Context: an optimization exercise on an open-source flow, tuned for small area, a short achievable clock period and few clock cycles per item. The choices shown serve that exercise and are no tape-out recipe. The RTL was checked by simulation tests, not by an equivalence proof against the original design. Power and IR drop assume default switching activity.

<file path="flow/run.sh">
#!/bin/bash
# synth_recipe.tcl (not shown) runs the flow's synth.tcl, then flattens the netlist and writes it again
# the make line also repeats each setting of config.mk as NAME=value (left out here)
make -C /OpenROAD-flow-scripts/flow DESIGN_CONFIG=/design/flow/config.mk WORK_HOME=/design/flow/orfs CLKGATE_MAP_FILE= SYNTH_SCRIPT=/design/flow/synth_recipe.tcl finish
</file>
<file path="flow/config.mk">
export PLATFORM = sky130hd
export DESIGN_NAME = ufe_corr
export DESIGN_NICKNAME = ufe_corr
export VERILOG_FILES = /design/flow/design.v
export SDC_FILE = /design/flow/constraint.sdc
export NUM_CORES = 4
export LEC_CHECK = 0
export CAP_MARGIN = 20
export CORE_MARGIN = 8
export CORE_UTILIZATION = 40
export PLACE_DENSITY = 0.6
export SETUP_SLACK_MARGIN = 0.4
export SLEW_MARGIN = 20
</file>
<file path="flow/constraint.sdc">
create_clock -name core_clock -period 15.0 [get_ports {clk}]
set_input_delay 3.0000 -clock core_clock [delete_from_list [all_inputs] [get_ports {clk}]]
set_output_delay 3.0000 -clock core_clock [all_outputs]
set_load 0.01 [all_outputs]
</file>
<file path="flow/design.v">
module ufe_corr (
    input  wire               clk,
    input  wire               rst,           
    input  wire               in_valid,
    output wire               in_ready,
    input  wire signed [11:0] in_dn,
    input  wire signed [11:0] in_up,
    input  wire        [4:0]  cfg_lag_max,   
    input  wire        [14:0] cfg_peak_min,  
    output reg                done,
    output reg         [1:0]  pair_code,     
    output reg  signed [31:0] dt,
    output reg         [14:0] peak
);
    localparam CODE_OK      = 2'd0;
    localparam CODE_LOWCORR = 2'd2;
    localparam CODE_EDGE    = 2'd3;
    localparam ST_IDLE = 2'd0;               
    localparam ST_RUN  = 2'd1;               
    localparam ST_SCAN = 2'd2;               
    reg        [1:0]  st;
    reg               in_rdy;
    reg               x_v;                   
    reg        [5:0]  x_k;                   
    reg signed [11:0] x_dn, x_up;
    reg        [3:0]  c;                     
    reg        [3:0]  sl;                    
    reg        [4:0]  L;                     
    reg        [14:0] pmin;
    reg        [6:0]  kin;                   
    reg               lastw;                 
    reg               wv;                    
    reg        [5:0]  tc;                    
    reg        [4:0]  ss;                    
    assign in_ready = in_rdy;
    wire xfer = in_valid & in_rdy & ~rst;
    wire [4:0] L_new = (cfg_lag_max == 5'd0) ? 5'd1 :
                       (cfg_lag_max > 5'd16) ? 5'd16 : cfg_lag_max;
    wire [4:0] c_new5 = (L_new + 5'd3) >> 1;
    wire [3:0] c_new = c_new5[3:0];
    wire       bnd = (sl == c - 4'd1);       
    wire       scan = (st == ST_SCAN);
    wire       scan_last = scan & (ss == 5'd0);
    always @(posedge clk) begin
        x_v  <= xfer;
        x_dn <= in_dn;
        x_up <= in_up;
        if (rst) begin
            st     <= ST_IDLE;
            in_rdy <= 1'b1;
            lastw  <= 1'b0;
            wv     <= 1'b0;
        end else begin
            sl <= (sl == 4'd0) ? c - 4'd1 : sl - 4'd1;
            case (st)
            ST_IDLE: begin
                if (xfer) begin
                    st     <= ST_RUN;
                    c      <= c_new;
                    sl     <= c_new - 4'd1;
                    L      <= L_new;
                    pmin   <= cfg_peak_min;
                    kin    <= 7'd1;
                    x_k    <= 6'd0;
                    in_rdy <= 1'b0;
                end
            end
            ST_RUN: begin
                if (xfer) begin
                    kin <= kin + 7'd1;
                    x_k <= kin[5:0];
                end
                in_rdy <= (sl == 4'd1) && (kin != 7'd64);
                if (bnd) begin
                    wv    <= x_v;
                    tc    <= x_k;
                    lastw <= x_v && (x_k == 6'd63);
                    if (lastw) begin
                        st <= ST_SCAN;
                        ss <= {c, 1'b0} - 5'd2;
                    end
                end
            end
            default: begin                   
                wv <= 1'b0;
                ss <= ss - 5'd1;
                if (ss == 5'd0) begin
                    st     <= ST_IDLE;
                    in_rdy <= 1'b1;
                end
            end
            endcase
        end
    end
    reg signed [11:0] hd [0:17];
    reg signed [11:0] hu [0:17];
    integer h;
    always @(posedge clk) begin
        if (st == ST_RUN && bnd && x_v) begin
            hd[0] <= x_dn;
            hu[0] <= x_up;
            for (h = 1; h <= 17; h = h + 1) begin
                hd[h] <= hd[h-1];
                hu[h] <= hu[h-1];
            end
        end
    end
    wire [4:0] hi_idx = {1'b0, c} + {1'b0, sl};
    wire       g_lo = wv & ({2'b00, sl} <= tc);
    wire       g_hi = wv & ({1'b0, hi_idx} <= tc);
    wire signed [11:0] pa_lo = g_lo ? hd[sl] : 12'sd0;
    wire signed [11:0] pb_lo = g_lo ? hu[sl] : 12'sd0;
    wire signed [11:0] pa_hi = bnd ? (wv ? hu[0] : 12'sd0) : (g_hi ? hd[hi_idx] : 12'sd0);
    wire signed [11:0] pb_hi = bnd ? (wv ? hd[0] : 12'sd0) : (g_hi ? hu[hi_idx] : 12'sd0);
    reg signed [23:0] m_alo, m_ahi, m_blo, m_bhi;
    reg               m_rs;
    always @(posedge clk) begin
        m_alo <= hu[0] * pa_lo;
        m_ahi <= hu[0] * pa_hi;
        m_blo <= hd[0] * pb_lo;
        m_bhi <= hd[0] * pb_hi;
        m_rs  <= wv & (tc == 6'd0);
    end
    reg signed [29:0] ral [0:8];
    reg signed [28:0] rah [0:8];
    reg signed [28:0] rbl [0:8];
    reg signed [28:0] rbh [0:8];
    wire [3:0] ce = c - 4'd1;
    wire signed [29:0] tal = ral[ce];
    wire signed [28:0] tah = rah[ce];
    wire signed [28:0] tbl = rbl[ce];
    wire signed [28:0] tbh = rbh[ce];
    integer r;
    always @(posedge clk) begin
        ral[0] <= tal;
        rah[0] <= tah;
        rbl[0] <= tbl;
        rbh[0] <= tbh;
        ral[1] <= (m_rs ? 30'sd0 : ral[0]) + m_alo;
        rah[1] <= (m_rs ? 29'sd0 : rah[0]) + m_ahi;
        rbl[1] <= (m_rs ? 29'sd0 : rbl[0]) + m_blo;
        rbh[1] <= (m_rs ? 29'sd0 : rbh[0]) + m_bhi;
        for (r = 2; r <= 8; r = r + 1) begin
            ral[r] <= ral[r-1];
            rah[r] <= rah[r-1];
            rbl[r] <= rbl[r-1];
            rbh[r] <= rbh[r-1];
        end
    end
    reg signed [29:0] best_c, cm, cp, pa, pb;
    reg signed [5:0]  best_d;
    reg        [28:0] e_dn, e_up;
    reg               scan_fin;
    wire       from_hi = (ss >= {1'b0, c});
    wire signed [29:0] va = from_hi ? {tbh[28], tbh} : {tbl[28], tbl};
    wire signed [29:0] vb = from_hi ? {tah[28], tah} : tal;
    wire       step_ok = scan & (ss <= L);
    wire       first   = (ss == L);
    wire       b_gt_a  = (vb > va);
    wire       a_ge    = (va >= best_c);
    wire       b_ge    = (vb >= best_c);
    wire       pick_b  = (ss == 5'd0) | b_gt_a;
    wire       win     = first | (pick_b ? b_ge : a_ge);
    wire [4:0] best_abs = best_d[5] ? -best_d[4:0] : best_d[4:0];
    always @(posedge clk) begin
        scan_fin <= scan_last & ~rst;
        if (scan && ss == {1'b0, ce}) begin
            e_dn <= tbh;
            e_up <= tah;
        end
        if (step_ok) begin
            if (win) begin
                best_c <= pick_b ? vb : va;
                best_d <= pick_b ? {1'b0, ss} : -{1'b0, ss};
                if (ss == 5'd0) begin
                    cm <= pa;
                    cp <= pb;
                end else if (pick_b)
                    cp <= pb;
                else
                    cm <= pa;
            end else if (best_abs == ss + 5'd1) begin
                if (!best_d[5])
                    cm <= vb;
                else
                    cp <= (ss == 5'd0) ? vb : va;
            end
        end
        pa <= va;
        pb <= vb;
    end
    reg        g_on;
    reg  [4:0] g_n;
    reg [57:0] g_p;
    wire [29:0] g_sum = {1'b0, g_p[57:29]} + (g_p[0] ? {1'b0, e_dn} : 30'd0);
    always @(posedge clk) begin
        if (rst)
            g_on <= 1'b0;
        else if (scan && ss == {1'b0, ce}) begin
            g_on <= 1'b1;
            g_n  <= 5'd0;
            g_p  <= {29'd0, tah};
        end else if (g_on) begin
            g_p <= {g_sum, g_p[28:1]};
            g_n <= g_n + 5'd1;
            if (g_n == 5'd28)
                g_on <= 1'b0;
        end
    end
    reg        p_on;
    reg  [1:0] p_ph;
    reg  [5:0] p_n;
    reg [57:0] x;
    reg  [1:0] q_b;
    reg [15:0] root;
    reg [17:0] srem;
    reg        q_pz, q_edge;
    reg [14:0] q_pmin;
    wire signed [30:0] t_num  = {cp[29], cp} - {cm[29], cm};
    wire signed [31:0] t_den0 = {{2{best_c[29]}}, best_c} + {{2{best_c[29]}}, best_c}
                               - {{2{cm[29]}}, cm} - {{2{cp[29]}}, cp};
    wire        [31:0] t_den  = {t_den0[30:0], 1'b0};
    wire               t_dz   = (t_den0 == 32'sd0);
    wire               t_neg  = t_num[30];
    wire        [32:0] t_u    = t_neg ? -{{2{t_num[30]}}, t_num} : {{2{t_num[30]}}, t_num};
    wire        [33:0] t_dif  = {x[32:0], 1'b0} - {2'b00, t_den};
    wire               t_bit  = ~t_dif[33] & ~t_dz;
    wire               t_gt   = t_bit & (t_dif[32:0] != 33'd0);
    wire        [15:0] t_q    = x[48:33];
    wire        [4:0]  t_da   = best_abs;
    wire               t_agr  = (best_d == 6'sd0) | (t_neg == best_d[5]);
    wire        [16:0] t_f    = t_agr ? ({1'b0, t_q} + {16'd0, t_bit})
                                      : -({1'b0, t_q} + {16'd0, t_gt});
    wire        [31:0] t_mag  = {11'd0, t_da, 16'd0} + {{15{t_f[16]}}, t_f};
    wire               t_sgn  = (best_d == 6'sd0) ? t_neg : best_d[5];
    wire [29:0] c_sum  = {1'b0, x[57:29]} + (x[0] ? {1'b0, best_c[28:0]} : 30'd0);
    wire [58:0] q_diff = {1'b0, x} - {2'b00, g_p[56:0]};
    wire        q_bit  = ~q_diff[58];
    wire [57:0] q_rn   = q_bit ? q_diff[57:0] : x;
    wire [19:0] s_rem2 = {srem, q_b};
    wire [19:0] s_dif  = s_rem2 - {2'b00, root, 2'b01};
    wire        s_bit  = ~s_dif[19];
    wire [15:0] root_n = {root[14:0], s_bit};
    wire [14:0] pk_val = q_pz ? 15'd0 : (root_n[15] ? 15'h7FFF : root_n[14:0]);
    wire t_fin = p_on & (p_ph == 2'd0) & (p_n == 6'd16);
    wire q_fin = p_on & (p_ph == 2'd2) & (p_n == 6'd31);
    wire zero_dt = q_edge | (pk_val < q_pmin);
    always @(posedge clk) begin
        done <= 1'b0;
        if (rst) begin
            p_on <= 1'b0;
        end else if (scan_fin) begin
            p_on   <= 1'b1;
            p_ph   <= 2'd0;
            p_n    <= 6'd0;
            x      <= {25'd0, t_u};
            q_pz   <= (best_c <= 0);
            q_edge <= (best_abs == L);
            q_pmin <= pmin;
        end else if (p_on) begin
            p_n <= p_n + 6'd1;
            case (p_ph)
            2'd0: begin
                if (p_n != 6'd16) begin
                    x[32:0]  <= t_bit ? t_dif[32:0] : {x[31:0], 1'b0};
                    x[48:33] <= {x[47:33], t_bit};
                end else begin
                    p_ph <= 2'd1;
                    p_n  <= 6'd0;
                    x    <= {29'd0, best_c[28:0]};
                end
            end
            2'd1: begin
                x <= {c_sum, x[28:1]};
                if (p_n == 6'd28) begin
                    p_ph <= 2'd2;
                    p_n  <= 6'd0;
                    q_b  <= 2'd0;
                    root <= 16'd0;
                    srem <= 18'd0;
                end
            end
            default: begin
                if (p_n <= 6'd30) begin
                    x   <= {q_rn[56:0], 1'b0};
                    q_b <= {q_b[0], q_bit};
                end
                if (p_n[0]) begin
                    srem <= s_bit ? s_dif[17:0] : s_rem2[17:0];
                    root <= root_n;
                end
                if (p_n == 6'd31) begin
                    p_on      <= 1'b0;
                    done      <= 1'b1;
                    peak      <= pk_val;
                    pair_code <= q_edge ? CODE_EDGE :
                                 (pk_val < q_pmin) ? CODE_LOWCORR : CODE_OK;
                end
            end
            endcase
        end
    end
    always @(posedge clk) begin
        if (t_fin)
            dt <= t_sgn ? -t_mag : t_mag;
        else if (q_fin && zero_dt)
            dt <= 32'sd0;
    end
endmodule
</file>
==> run summary <==
-- state kept, by name, indices dropped and copies added (netlist names), 24 cells and up --
signal and flops:
ral 270, cm 30, g_p 58, m_bhi 24, m_alo 24, m_blo 24, rah 261, e_dn 29
x 58, pb 30, rbh 261, m_ahi 24, cp 30, rbl 261, hu 216, best_c 30
hd 216, dt 32, pa 29
-- power groups by stage --
stage          clock, W  sequential (W)  combinational, W
3_5_place_dp          0         0.00770           0.00237
3_3_place_gp          0         0.00764           0.00233
5_1_grt         0.00568         0.00773           0.00261
6_report        0.00537         0.00762           0.00243
4_1_cts         0.00547         0.00761           0.00239
2_1_floorplan         0         0.00751           0.00154
-- logic make-up after synthesis --
group	Yosys count
mux	157
flops	2083
xor+xnor	502
fa+ha+maj	1348
compound gates	2492
simple gates	2532
buf+inv	1647
-- final timing paths --
kind                                 from   endpoint  depth (start not counted)
worst max-delay path                cp[1]     dt[31]                         46
worst min-delay path            rbl[1][5]  rbl[2][5]                          0
worst min register to register  rbl[1][5]  rbl[2][5]                          0
worst max register to register      cp[1]     dt[31]                         46
-- synth_stat cells, drive strengths merged (107+ instances only) --
library cell	instances	area [um^2]
dfxtp	1243	24900
inv	1165	4370
edfxtp	840	25200
nand2	779	2920
ha	746	9330
nor2	633	2380
fa	595	11900
o21ai	493	2470
a21oi	472	2360
clkbuf	431	1620
a22oi	414	3110
xnor2	361	3160
a221oi	228	2000
nor2b	205	1280
nand4	197	1230
a22o	190	1660
nor3	159	796
xor2	141	1230
nand2b	125	782
nand3	123	628
a21o	119	893
and2	107	669
-- final cells by class --
cell class	instances	area [um^2]	area share
clock inverter	83	918	0.00731
timing repair buffer	282	2470	0.0196
sequential	2083	50100	0.399
inverter	1166	4380	0.0348
multi-input combinational	7031	56900	0.453
clock buffer	300	6170	0.0491
tap	3743	4680	0.0373
antenna	6	15.0	0.000120
-- per-layer routing --
layer / routed length (um) / up-vias
li1: - / 37900
met1: 145000 / 40900
met2: 153000 / 3377
met3: 24500 / 891
met4: 17500 / 2
met5: 13 / -
-- per-stage QoR --
step                      utilization  hold slack, ns  total power (W)  cell area, um^2  cells
after global placement          0.421           0.331          0.00997           118000  14300
after global routing            0.446           0.276           0.0160           126000  14700
after detailed placement        0.421           0.336           0.0101           118000  14300
after CTS                       0.446           0.252           0.0155           126000  14700
final                           0.446           0.272           0.0154           126000  14700
after floorplan                     -           0.331          0.00904           113000  10800
==> flow_summary_export.csv <==
group,metric,value,unit
global_route,grt_first_pass_wirelength,516000,um
die,core,282000,um^2
synth,yosys.area_share.simple,0.107,
die,dieArea,299000,um^2
global_route,use_met2,0.360,
die,rows,195,
setup_path,crit_path_max_incr_delay,0.63,ns
power,seqPwrFrac,0.494,
global_route,grtUsageMet1,0.289,
sta,grt_setup_unrepaired,"no",
sta,hold_viol_final,0,
synth,synth_compound_area_frac,0.152,
cts,cts.repair.resized,0,
cts,cts_buffer_depth,4,
run,drv_cap,0,
power,p_clk_frac,0.349,
power,cellLeakagePower,51.1,nW
power,p_comb_frac,0.157,
cts,clock_tree.root_cell,"clkbuf_16",
sta,drv_slew,0,
synth,synth_fp_nets,12100,
sta,timing.fmax,0.0840,GHz
drt,num_vias,83100,
setup_path,regToRegSetupSlack,3.10,ns
synth,synth-main-ff-cell,"dfxtp_1",
layout,final_common_cell,"dfxtp_1",
sta,finalSetupTns,0,ns
power,p_sw,0.00435,W
die,die_h,547,um
hold_path,min_path_type,"flop to flop",
synth,synthAdderAreaFrac,0.189,
sta,maxSlewHeadroom,0.112,
drt,dr.pass1.iters,7,
drt,dr.first_iter.drc_count,7257,
die,pin_count,98,
layout,drive_above_1_share,0.0641,
cts,htreeDepth,4,
power,power.density,123,nW/um^2
synth,ys_seq_elements,2083,
power,intPower,0.0111,W
placed_design,dp_hpwl,241000,um
synth,async_flop_share,0,
global_route,grt_max_degree,179,
global_route,grt_use_met3,0.0368,
drt,via_per_inst,5.65,
power,ir_drop,0.108,mV
layout,mostFrequentLayoutCells,"1,241 x dfxtp_1, 1,163 x inv_1, 840 x edfxtp_1",
synth,syn_inst,10800,
synth,syn_avg_cell_area,10.5,um^2
die,start_util,0.401,
placed_design,preCtsSetupSlack,3.24,ns
global_route,antenna_found_initial,5,
setup_path,path_buf_inv,2,
outcome,outcome,"finished clean",
cts,insertion_delay,0.92,ns
sta,period_needed,11.90,ns
setup_path,crit_slowest_cell,"a2111oi_1",
drt,antenna_left,0,
synth,synth_xor_area_frac,0.0390,
setup_path,cp.required,15.53,ns
sta,fin_crit_sh,0.794,
global_route,grt_pass1_vias,85100,
setup_path,cp.arrival,12.43,ns
sta,skew,0.132,ns
cts,cts_tree,"built",
setup_path,crit_type,"flop to flop",
synth,synth_warnings,7,
placed_design,gp_congestion,0.935,
sta,worst_slack,3.10,ns
setup_path,cp-end-kind,"flop",
synth,synth_top_family_by_area,"adder cells",
setup_path,cp_max_fo,32,
sta,setup_viol,0,
cts,ctsHoldBuffers,0,
synth,ys_seq_area_frac,0.444,
drt,drc_errors,0,
setup_path,crit_path_start_kind,"flop",
global_route,grt-ovfl-total,0,
synth,synth_mux_area_frac,0.0148,
sta,worst_slew_pin_slew,1.32,ns
synth,ys_types,94,
drt,wl_per_cell,23.1,um
placed_design,io_buffers,97,
global_route,top_usage_layer,"met2",
setup_path,crit_family,"compound AO/OA/AOI/OAI gates",
drt,postRouteWirelength,340000,um
cts,cts_buffers,215,
synth,syn-cell-area,113000,um^2
layout,finalNetCount,12200,
cts,clkSlewWorstSetupHoldPaths,0.06,ns
power,switching_share,0.282,
synth,synth_edf_count,840,
layout,fillCellCount,26100,
die,dieWidth,547,um
cts,cts_num_sinks,2083,
layout,area_delta_synth_final,11.3,%
cts,cts_setup_buffers,0,
global_route,global_route.usage.total,0.220,
Testbench counts, summed over its fixed seeds: cycles 47,430, items 128.

afterwards: timing with drivers on the ports:
How much do the figures lean on ideal ports? The routed layout below was timed once more, with nothing changed but the port constraints. Step 1 (the two cells are an assumption about what drives the block):
set clk [get_ports {clk}]
set_driving_cell -lib_cell sky130_fd_sc_hd__clkbuf_16 $clk
set_driving_cell -lib_cell sky130_fd_sc_hd__buf_2 [delete_from_list [all_inputs] $clk]
Step 2 also shifts input and output timing later by t, the mid clock arrival at the registers, as if the neighbouring blocks saw the same clock. a / b / c = ideal ports / drivers / drivers and shift; a / b = the first two.
shift t [ns]: 0.953
slack for setup (ns): 3.097 / 3.097 / 3.097
slew at the worst register clock pin (ns): 0.07 / 0.07
After both steps this run still meets setup and hold. For this run, drivers alone change the setup slack by 0.000 ns; drivers and shift together by 0.000 ns.
